Background: an optimization exercise with open tools, aiming at small area, a short achievable clock period and few clock cycles per item. Do not read the settings as production practice.
At most, simulation tests tie the RTL to the original design; equivalence was not proved.

Setup of run D:
==> flow/design.v (excerpt) <==
module cell_check (
    input  wire        clk,
    input  wire        rst,
    input  wire        in_valid,
    output wire        in_ready,
    input  wire [31:0] in_data,      
    input  wire [3:0]  in_stream,    
    output reg         res_valid,    
    output reg  [1:0]  res_kind,     
    output reg  [3:0]  res_stream,
    output reg  [15:0] res_lost      
);
Settings: LEC_CHECK=0, CAP_MARGIN=20, CORE_MARGIN=2, CORE_UTILIZATION=40, PLACE_DENSITY=0.8, SLEW_MARGIN=20; clock period 8.0 ns.
standard.sh (not shown) runs the stock make flow with config.mk's settings and CLKGATE_MAP_FILE= SYNTH_SCRIPT=/design/flow/synth_recipe.tcl, a recipe that flattens the netlist after the stock synthesis.
==> flow/flow/run.sh <==
#!/bin/bash
# Standard layout, with the timing repair aimed further below the clock period
# than the 5 ns SETUP_SLACK_MARGIN allows in config.mk, plain buffers on the
# ports and the clock tree settings below. Make's own output goes to make.log;
# each ORFS step writes its log under orfs/logs/.
set -euo pipefail
bash standard.sh 'BUFFER_PORTS_ARGS=-buffer_cell sky130_fd_sc_hd__buf_4' \
    'CTS_ARGS=-sink_clustering_enable -repair_clock_nets -sink_clustering_size 28 -sink_clustering_max_diameter 70 -buf_list sky130_fd_sc_hd__clkbuf_16 -dont_use_dummy_load' \
    SETUP_SLACK_MARGIN=5.45 finish > make.log 2>&1
## Diff of input files: run R against run D
--- a/flow/design.v
+++ b/flow/design.v
@@ -226,15 +226,15 @@
             dirty <= 1'b1;
         end else if (fetch) begin
             lseq  <= ring[15][15:0];
             lsync <= ring[15][16];
             lid   <= cs;
         end else if (hit)
             dirty <= 1'b0;
-        if (st == S_W1 && in_valid) begin
+        if (st == S_PRE) begin
             cs   <= in_stream;
             seq  <= {acc[7:0], in_data[31:24]};
             idle <= (acc[31:28] == 4'd0);
         end
         res_valid  <= dec2 & ~rst;
         res_kind   <= idle ? (ok_a ? 2'd1 : 2'd3) : (ok_a ? 2'd0 : (ok_b ? 2'd2 : 2'd3));
         res_stream <= cs;
Results
The first-pass GRT wire length in run R is 0.936 times that in run D.
Vias: run R fewer than run D
Area after synthesis shrinks by a few percent when moving from run D to run R.
Compared to run D, the routing of run R uses less wire.
Worst-case hold slack: run R vs run D up 0.047 ns
Compared with run D, total met3 wirelength after detailed routing in run R decreased by more than 10%.
Testbench counts of run R, summed over its fixed seeds: cycles 89,624, cells 1,280.
The RTL of run D was laid out without a check of its function.

Setup of rev 12:
The RTL this note starts from:
==> flow/design.v <==
module cell_check (
    input  wire        clk,
    input  wire        rst,
    input  wire        in_valid,
    output wire        in_ready,
    input  wire [31:0] in_data,      
    input  wire [3:0]  in_stream,    
    output reg         res_valid,    
    output reg  [1:0]  res_kind,     
    output reg  [3:0]  res_stream,
    output reg  [15:0] res_lost      
);
    localparam [31:0] POLY_R = 32'hEDB8_8320;    
    localparam [31:0] HC     = 32'h76AD_8866;
    function [31:0] crc_shift32;
        input [31:0] x;
        reg t32, t33, t34, t35, t36, t37, t38, t39, t40, t41, t42, t43, t44, t45, t46, t47, t48, t49, t50, t51, t52, t53, t54, t55, t56, t57, t58, t59, t60, t61, t62, t63, t64, t65, t66, t67, t68, t69, t70, t71, t72, t73, t74, t75, t76, t77, t78, t79, t80, t81, t82, t83, t84, t85, t86, t87, t88, t89, t90, t91, t92, t93, t94, t95, t96, t97, t98, t99, t100, t101, t102;
        begin
            t32 = x[2] ^ x[7];
            t33 = x[0] ^ x[22];
            t34 = x[3] ^ x[6];
            t35 = x[1] ^ x[23];
            t36 = x[4] ^ t33;
            t37 = x[16] ^ x[28];
            t38 = x[11] ^ x[25];
            t39 = x[24] ^ x[30];
            t40 = x[17] ^ x[29];
            t41 = x[18] ^ x[26];
            t42 = x[5] ^ x[31];
            t43 = x[19] ^ x[27];
            t44 = x[14] ^ x[15];
            t45 = x[12] ^ x[13];
            t46 = x[9] ^ x[10];
            t47 = x[5] ^ x[8];
            t48 = x[20] ^ t32;
            t49 = x[3] ^ x[21];
            t50 = t39 ^ t40;
            t51 = x[23] ^ t37;
            t52 = x[7] ^ x[25];
            t53 = x[4] ^ x[11];
            t54 = x[21] ^ t34;
            t55 = x[30] ^ t43;
            t56 = x[13] ^ t41;
            t57 = x[27] ^ t38;
            t58 = t35 ^ t43;
            t59 = x[24] ^ t47;
            t60 = x[0] ^ t45;
            t61 = x[29] ^ x[31];
            t62 = x[9] ^ x[28];
            t63 = x[15] ^ x[24];
            t64 = x[2] ^ x[20];
            t65 = x[10] ^ x[12];
            t66 = x[12] ^ t42;
            t67 = x[26] ^ t46;
            t68 = x[18] ^ t44;
            t69 = x[14] ^ t51;
            t70 = t36 ^ t56;
            t71 = x[8] ^ t48;
            t72 = t34 ^ t36;
            t73 = x[6] ^ t48;
            t74 = x[2] ^ x[28];
            t75 = x[9] ^ x[17];
            t76 = x[10] ^ x[22];
            t77 = x[15] ^ x[25];
            t78 = x[1] ^ x[10];
            t79 = x[4] ^ x[19];
            t80 = x[20] ^ x[31];
            t81 = x[7] ^ t37;
            t82 = x[13] ^ t53;
            t83 = t49 ^ t65;
            t84 = x[17] ^ t42;
            t85 = x[14] ^ t32;
            t86 = x[30] ^ t38;
            t87 = t33 ^ t42;
            t88 = x[8] ^ t62;
            t89 = x[16] ^ t52;
            t90 = x[6] ^ t50;
            t91 = t54 ^ t60;
            t92 = t51 ^ t63;
            t93 = t52 ^ t68;
            t94 = t36 ^ t45;
            t95 = t35 ^ t67;
            t96 = t32 ^ t54;
            t97 = t40 ^ t59;
            t98 = t57 ^ t64;
            t99 = t58 ^ t76;
            t100 = t41 ^ t66;
            t101 = x[14] ^ t55;
            t102 = t53 ^ t73;
            crc_shift32[0] = (t72 ^ (((x[16] ^ x[26]) ^ t35) ^ t71));
            crc_shift32[1] = (((t35 ^ t49) ^ t59) ^ (t75 ^ ((x[27] ^ x[4]) ^ t32)));
            crc_shift32[2] = (t72 ^ (t59 ^ (t74 ^ ((x[18] ^ x[25]) ^ t46))));
            crc_shift32[3] = (t95 ^ ((x[7] ^ (x[29] ^ x[5])) ^ (t79 ^ (t34 ^ t38))));
            crc_shift32[4] = ((((x[26] ^ x[27]) ^ t39) ^ (t47 ^ t65)) ^ t102);
            crc_shift32[5] = (t91 ^ (t88 ^ ((x[7] ^ t42) ^ t57)));
            crc_shift32[6] = (t69 ^ (t60 ^ (t64 ^ ((x[29] ^ x[3]) ^ t46))));
            crc_shift32[7] = ((t50 ^ t82) ^ (t78 ^ (t44 ^ t49)));
            crc_shift32[8] = ((t66 ^ t68) ^ (t86 ^ ((x[16] ^ x[2]) ^ t36)));
            crc_shift32[9] = (t94 ^ (((x[15] ^ x[19]) ^ t84) ^ t71));
            crc_shift32[10] = (((x[9] ^ (x[21] ^ x[5])) ^ t85) ^ t70);
            crc_shift32[11] = ((t47 ^ (t34 ^ t44)) ^ t99);
            crc_shift32[12] = ((x[9] ^ t92) ^ t102);
            crc_shift32[13] = (t97 ^ (t89 ^ (x[0] ^ t83)));
            crc_shift32[14] = (t70 ^ (t86 ^ (t75 ^ (x[8] ^ (x[1] ^ x[6])))));
            crc_shift32[15] = (t100 ^ (t85 ^ (t46 ^ t58)));
            crc_shift32[16] = (t99 ^ (t82 ^ ((x[26] ^ t63) ^ t81)));
            crc_shift32[17] = ((t97 ^ t98) ^ (x[12] ^ t69));
            crc_shift32[18] = (t91 ^ (t50 ^ (t77 ^ (t41 ^ t62))));
            crc_shift32[19] = (t70 ^ (((t61 ^ t78) ^ t89) ^ t101));
            crc_shift32[20] = (t72 ^ (((x[11] ^ t44) ^ t55) ^ (t81 ^ t84)));
            crc_shift32[21] = ((((x[15] ^ x[3]) ^ t33) ^ (t40 ^ t74)) ^ t100);
            crc_shift32[22] = (t71 ^ (t56 ^ ((x[22] ^ x[29]) ^ t55)));
            crc_shift32[23] = (t101 ^ (t88 ^ (t80 ^ ((x[0] ^ x[23]) ^ t49))));
            crc_shift32[24] = (t96 ^ (((x[8] ^ t61) ^ t67) ^ t92));
            crc_shift32[25] = (t98 ^ (t90 ^ t95));
            crc_shift32[26] = ((((x[28] ^ x[31]) ^ t32) ^ (t39 ^ t41)) ^ (t57 ^ t83));
            crc_shift32[27] = (t73 ^ ((t58 ^ t60) ^ (t61 ^ (t37 ^ t38))));
            crc_shift32[28] = ((t90 ^ t94) ^ (x[21] ^ t69));
            crc_shift32[29] = (t93 ^ (t87 ^ ((x[13] ^ t35) ^ t50)));
            crc_shift32[30] = ((((x[22] ^ x[3]) ^ t39) ^ (t79 ^ t80)) ^ t93);
            crc_shift32[31] = ((((x[19] ^ x[1]) ^ t77) ^ t87) ^ t96);
        end
    endfunction
    function [31:0] bswap;
        input [31:0] w;
        bswap = {w[7:0], w[15:8], w[23:16], w[31:24]};
    endfunction
    localparam [1:0] S_W0  = 2'd0,   
                     S_W1  = 2'd1,   
                     S_PRE = 2'd2,   
                     S_DAT = 2'd3;   
    reg  [1:0]  st;
    reg         rdy;         
    reg  [6:0]  wcnt;        
    reg  [31:0] cx;          
    reg         dec;         
    reg  [31:0] acc;         
    wire        take = in_valid & rdy_st;
    wire        last = (wcnt == 7'd66);
    reg         idle;
    reg  [15:0] seq;         
    reg  [3:0]  cs;          
    wire        rdy_st = (st == S_W0) || (st == S_DAT);
    assign in_ready = rdy;
    always @(posedge clk) begin
        if (st == S_W1)
            cx <= ~bswap({5'd0, acc[27:17], acc[7:0], in_data[31:24]});
        else if (st == S_PRE)
            cx <= crc_shift32(cx) ^ bswap(acc);
        else if (st == S_DAT && take)
            cx <= crc_shift32(cx) ^ (last ? ~in_data : bswap(in_data));
        if (st == S_PRE)
            wcnt <= 7'd0;
        else if (take)
            wcnt <= wcnt + 7'd1;
        dec <= 1'b0;
        rdy <= 1'b1;
        if (rst)
            st <= S_W0;
        else begin
            case (st)
            S_W0:
                if (take) begin
                    st  <= S_W1;
                    rdy <= 1'b0;
                end
            S_W1: begin
                rdy <= 1'b0;
                if (in_valid) st <= S_PRE;
            end
            S_PRE: st <= S_DAT;
            default:
                if (take && last) begin
                    st  <= S_W0;
                    dec <= 1'b1;
                end
            endcase
        end
    end
    reg  [16:0] ring [0:15];
    reg  [3:0]  head;
    reg  [15:0] lseq;        
    reg         lsync;
    reg  [3:0]  lid;
    reg         dirty;       
    wire        hit   = (head == lid);
    wire        fetch = (lid != cs) && !dirty && (head == cs);
    integer k;
    always @(posedge clk) begin
        ring[0] <= hit ? {lsync & ~rst, lseq} : {ring[15][16] & ~rst, ring[15][15:0]};
        for (k = 1; k < 16; k = k + 1)
            ring[k] <= {ring[k-1][16] & ~rst, ring[k-1][15:0]};
        head <= rst ? 4'd0 : head + 4'd1;
    end
    reg         dq;          
    wire [15:0] delta = idle ? seq : (lsync ? (lseq ^ seq) : 16'd0);
    wire [31:0] macc  = acc[0] ? ((acc >> 1) ^ POLY_R) : (acc >> 1);
    wire        hwin  = (wcnt[6:4] == 3'd3) || (wcnt == 7'd64);
    wire [3:0]  hcnt  = wcnt[3:0];
    always @(posedge clk) begin
        if (st == S_W0 && take)
            acc <= in_data;
        else if (st == S_DAT && take && hwin) begin
            dq  <= delta[{~hcnt[3], hcnt[2:0]}];
            acc <= (wcnt == 7'd48) ? 32'd0 : (macc ^ (dq ? HC : 32'd0));
        end
    end
    reg         ok_a, ok_b, dec2;
    wire [15:0] nseq   = ((ok_a && lsync) ? lseq : seq) + 16'd1;
    wire        kind2  = !idle && !ok_a && ok_b;
    wire        upd    = dec2 && !idle && (ok_a || ok_b);
    always @(posedge clk) begin
        ok_a <= (cx == acc);                   
        ok_b <= (cx == 32'd0);                 
        dec2 <= dec & ~rst;
        if (rst) begin
            lsync <= 1'b0;
            dirty <= 1'b0;
            lid   <= 4'd0;
        end else if (upd) begin
            lseq  <= nseq;
            lsync <= 1'b1;
            dirty <= 1'b1;
        end else if (fetch) begin
            lseq  <= ring[15][15:0];
            lsync <= ring[15][16];
            lid   <= cs;
        end else if (hit)
            dirty <= 1'b0;
        if (rst)
            cs   <= 4'd0;            
        else if (st == S_W1 && in_valid)
            cs   <= in_stream;
        if (st == S_W1 && in_valid) begin
            seq  <= {acc[7:0], in_data[31:24]};
            idle <= (acc[31:28] == 4'd0);
        end
        res_valid  <= dec2 & ~rst;
        res_kind   <= idle ? (ok_a ? 2'd1 : 2'd3) : (ok_a ? 2'd0 : (ok_b ? 2'd2 : 2'd3));
        res_stream <= cs;
        res_lost   <= kind2 ? (seq - lseq) : 16'd0;
    end
endmodule
Settings: LEC_CHECK=0, CAP_MARGIN=20, CORE_MARGIN=2, CORE_UTILIZATION=40, SLEW_MARGIN=20; clock period 8.0 ns.
==> flow/flow/run.sh <==
#!/bin/bash
# Standard layout, with the timing repair aimed further below the clock period
# than the 5 ns SETUP_SLACK_MARGIN allows in config.mk, plain buffers on the
# ports and the clock tree settings below. Make's own output goes to make.log;
# each ORFS step writes its log under orfs/logs/.
set -euo pipefail
bash standard.sh 'BUFFER_PORTS_ARGS=-buffer_cell sky130_fd_sc_hd__buf_1' \
    'CTS_ARGS=-sink_clustering_enable -repair_clock_nets -sink_clustering_size 28 -sink_clustering_max_diameter 70 -buf_list sky130_fd_sc_hd__clkbuf_16 -dont_use_dummy_load' \
    SETUP_SLACK_MARGIN=5.45 finish > make.log 2>&1
Testbench counts of rev 12, summed over its fixed seeds: cycles 89,624, cells 1,280.
For rev 13, these inputs were changed with respect to rev 12:
diff --git a/flow/design.v b/flow/design.v
--- a/flow/design.v
+++ b/flow/design.v
@@ -204,10 +204,11 @@
             dq  <= delta[{~hcnt[3], hcnt[2:0]}];
             acc <= (wcnt == 7'd48) ? 32'd0 : (macc ^ (dq ? HC : 32'd0));
         end
     end
     reg         ok_a, ok_b, dec2;
+    wire [15:0] expv   = lsync ? lseq : seq;
     wire [15:0] nseq   = ((ok_a && lsync) ? lseq : seq) + 16'd1;
     wire        kind2  = !idle && !ok_a && ok_b;
     wire        upd    = dec2 && !idle && (ok_a || ok_b);
     always @(posedge clk) begin
         ok_a <= (cx == acc);                   
@@ -225,15 +226,12 @@
             lseq  <= ring[15][15:0];
             lsync <= ring[15][16];
             lid   <= cs;
         end else if (hit)
             dirty <= 1'b0;
-        if (rst)
-            cs   <= 4'd0;            
-        else if (st == S_W1 && in_valid)
+        if (st == S_W1 && in_valid) begin
             cs   <= in_stream;
-        if (st == S_W1 && in_valid) begin
             seq  <= {acc[7:0], in_data[31:24]};
             idle <= (acc[31:28] == 4'd0);
         end
         res_valid  <= dec2 & ~rst;
         res_kind   <= idle ? (ok_a ? 2'd1 : 2'd3) : (ok_a ? 2'd0 : (ok_b ? 2'd2 : 2'd3));
### Flow results
In the flow results for rev 13 and rev 12, the clock network latency to the later pin of the worst-skew pair is smaller on rev 13. Sequential share of layout area in rev 13 is 1.6 points above rev 12. NOTE: final core utilization in rev 13 falls short of that of rev 12. The lower post-synthesis cell count of rev 13 and rev 12 is in rev 13. Of the two values seen for capture point of the critical path, res_lost[10] was produced by rev 12 and res_lost[0] by rev 13. The final critical-path required period in rev 13 sits 0.018 ns below the value recorded for rev 12. Sort rev 13 and rev 12 by combined global-route utilization of all metal layers, ascending, and rev 12 comes first. In rev 13 the proportion of final cell area spent on non-clock buffers turned out 0.58 points lower than in rev 12.
Testbench counts of rev 13, summed over its fixed seeds: cycles 89,624, cells 1,280.

-- what the ideal ports hide --
Ports are ideal in the flow. The routed layouts listed here were re-timed in OpenROAD. Step 1, drivers: a clkbuf_16 drives clk and a buf_2 each remaining input, both assumed. Step 2 adds t to the input delays and takes it off the output delays; t is the mean of the earliest and latest rising clock arrival at the registers after step 1. Input paths then give back, and output paths get back, about the clock's delay inside the block. Three values: no drivers, after step 1, after step 2; two values: the first two.
run	t (ns)	setup WS [ns]	pins driven straight from the clock port
run D	0.588	5.384 / 5.327 / 4.936	1
run R	0.552	5.430 / 5.386 / 4.913	1
rev 12	0.580	5.391 / 5.337 / 4.932	1
rev 13	0.574	5.409 / 5.359 / 4.875	1
After both steps every run listed still meets setup and hold. For rev 13, which loses most, drivers alone change the setup slack by -0.050 ns; drivers and shift together by -0.534 ns.
